Context: an optimization exercise on an open-source flow, tuned for small area, a short achievable clock period and few clock cycles per item. The choices shown serve that exercise and are no tape-out recipe. The RTL was checked by simulation tests, not by an equivalence proof against the original design. No activity file was given, so power comes from the tool's default toggle rates.

== the baseline ==
==> flow/design.v (excerpt) <==
module rts_benes_solver #(
    parameter LOGN = 5,
    parameter N    = 1 << LOGN
) (
    input  wire                         clk,
    input  wire                         rst,
    input  wire                         start,
    input  wire [N-1:0]                 chart_valid,
    input  wire [N*LOGN-1:0]            chart_east,
    output wire                         ready,
    output reg                          done,
    output wire [2*(2*LOGN-1)*(N/2)-1:0] states
);
    localparam STAGES = 9;
    localparam HALF   = 16;
    localparam CELLS  = 144;
    localparam [1:0] P_IDLE = 2'd0, P_FILL = 2'd1, P_WALK = 2'd2;
    reg  [1:0]   phase;
    reg  [1:0]   lvl;                
    reg  [1:0]   grp;                
    reg  [159:0] p;                  
    reg  [31:0]  XF;                 
    reg  [31:0]  XB;                 
    reg  [3:0]   flag;               
    reg  [15:0]  asg;                
    reg  [15:0]  cin;                
    reg  [4:0]   eq1, eq2;           
    reg          q1v, q2v;
    reg  [CELLS-1:0] cr;             
    reg  [31:0]  vst;                
    reg  [31:0]  used;               
    assign ready = (phase == P_IDLE);
    function integer rotl5;
        input integer x;
        input integer n;
        begin
            rotl5 = ((x << n) | (x >> (5 - n))) & 31;
        end
    endfunction
    function integer lowline;        
        input integer r;
        input integer d;
        begin
            lowline = (r % (1 << d)) + ((r >> d) << (d + 1));
        end
    endfunction
    function [31:0] below;
        input [31:0] v;
        reg [31:0] o;
        integer sh, b;
        begin
            o = v;
            for (sh = 1; sh < 32; sh = sh * 2)
                for (b = 0; b < 32; b = b + 1)
  ...
Settings: LEC_CHECK=0, ABC_AREA=1, CAP_MARGIN=40, CORE_MARGIN=2, CORE_UTILIZATION=32, PLACE_DENSITY=0.5, SETUP_SLACK_MARGIN=5, SLEW_MARGIN=40; clock period 10.0 ns.
standard.sh (not shown) runs the stock make flow with config.mk's settings and CLKGATE_MAP_FILE= SYNTH_SCRIPT=/design/flow/synth_recipe.tcl, a recipe that flattens the netlist after the stock synthesis.
==> flow/flow/run.sh <==
#!/bin/bash
# Layout flow: the standard flow, unchanged except that the buffer placed
# on every input and output port is the platform's smallest buffer cell
# (sky130_fd_sc_hd__buf_1) instead of the default choice.
# standard.sh logs every ORFS step under orfs/logs; its own output goes to
# standard.log here.
export BUFFER_PORTS_ARGS="-buffer_cell sky130_fd_sc_hd__buf_1"
bash standard.sh > standard.log 2>&1
No stage failed in the baseline, and the final checks on the layout all came back clean.
Testbench counts of the baseline, summed over its fixed seeds: cycles 8,515, solves 384.
Changes in the candidate relative to the baseline:
--- a/flow/design.v
+++ b/flow/design.v
@@ -100,17 +100,18 @@
         2'd1:    gnew = {16'd0, gfree, 8'd0};
         2'd2:    gnew = {8'd0, gfree, 16'd0};
         default: gnew = {gfree, 24'd0};
         endcase
     end
     wire [63:0] wl = low2(XF);
-    wire [63:0] el = low2(XB);
+    wire [31:0] ecand = (idle ? 32'd0 : XB) | ((idle || grp != 2'd0) ? gnew : 32'd0);
+    wire [63:0] el = low2(ecand);
     wire [31:0] W1 = wl[31:0] & {32{q1v & fill}};
     wire [31:0] W2 = wl[63:32] & {32{q2v & fill}};
     wire [31:0] wrem_n = XF & ~W1 & ~W2;
-    wire [31:0] erem_n = (XB & ~el[31:0] & ~el[63:32]) | ((fill && grp != 2'd0) ? gnew : 32'd0);
+    wire [31:0] erem_n = ecand & ~el[31:0] & ~el[63:32];
     function [19:0] rd;
         input [31:0]  v;
         input [159:0] pp;
         input         f4, f3;
         reg [4:0] t [0:31];
         reg [4:0] g2 [0:3];
@@ -305,19 +306,14 @@
         if ((idle && full) || fillend || lvend) begin
             XF   <= xinit;
             XB   <= {xinit[15:0], 16'd0};
             flag <= 4'h0;
             asg  <= 16'd0;
             cin  <= 16'd0;
-        end else if (idle) begin
-            XF  <= ~chart_valid;
-            XB  <= gnew;
-            q1v <= 1'b0;
-            q2v <= 1'b0;
-        end else if (fill) begin
-            XF  <= wrem_n;
+        end else if (idle || fill) begin
+            XF  <= idle ? ~chart_valid : wrem_n;
             XB  <= erem_n;
             eq1 <= enc32(el[31:0]);
             eq2 <= enc32(el[63:32]);
             q1v <= |el[31:0];
             q2v <= |el[63:32];
         end else begin
### Flow results
[compare] base=the baseline new=the candidate: cell leakage power lost 0.74 nW; clock-buffer cell count lost 10.
Share of power burned in the clock network in the candidate is 1.4 points lower than in the baseline
Across both runs, length of routed wiring on met1 was higher for the candidate than for the baseline.
Total detailed-routing wirelength, the baseline and the candidate, lower one = the candidate.
Testbench counts of the candidate, summed over its fixed seeds: cycles 8,372, solves 384.

==> afterwards: timing with drivers on the ports <==
Ports are ideal in the flow. The routed layouts listed here were re-timed in OpenROAD.
Step 1 assumes that a clkbuf_16 drives the clock port and a buf_2 every other input.
Step 2, shift: input delay + t, output delay - t, t = (earliest + latest rising clock arrival at the registers) / 2. This alone moves slack from input paths to output paths.
a / b / c = no drivers / after step 1 / after step 2; a / b = the first two.
run | t (ns) | slack for setup (ns) | slew at the worst register clock pin (ns)
the baseline | 0.777 | 4.908 / 4.908 / 4.495 | 0.07 / 0.07
the candidate | 0.752 | 4.788 / 4.836 / 4.085 | 0.08 / 0.08
After both steps setup and hold are still met in every run listed. The setup slack of the candidate, which loses most, moves by +0.048 ns with the drivers and by -0.703 ns with both steps.
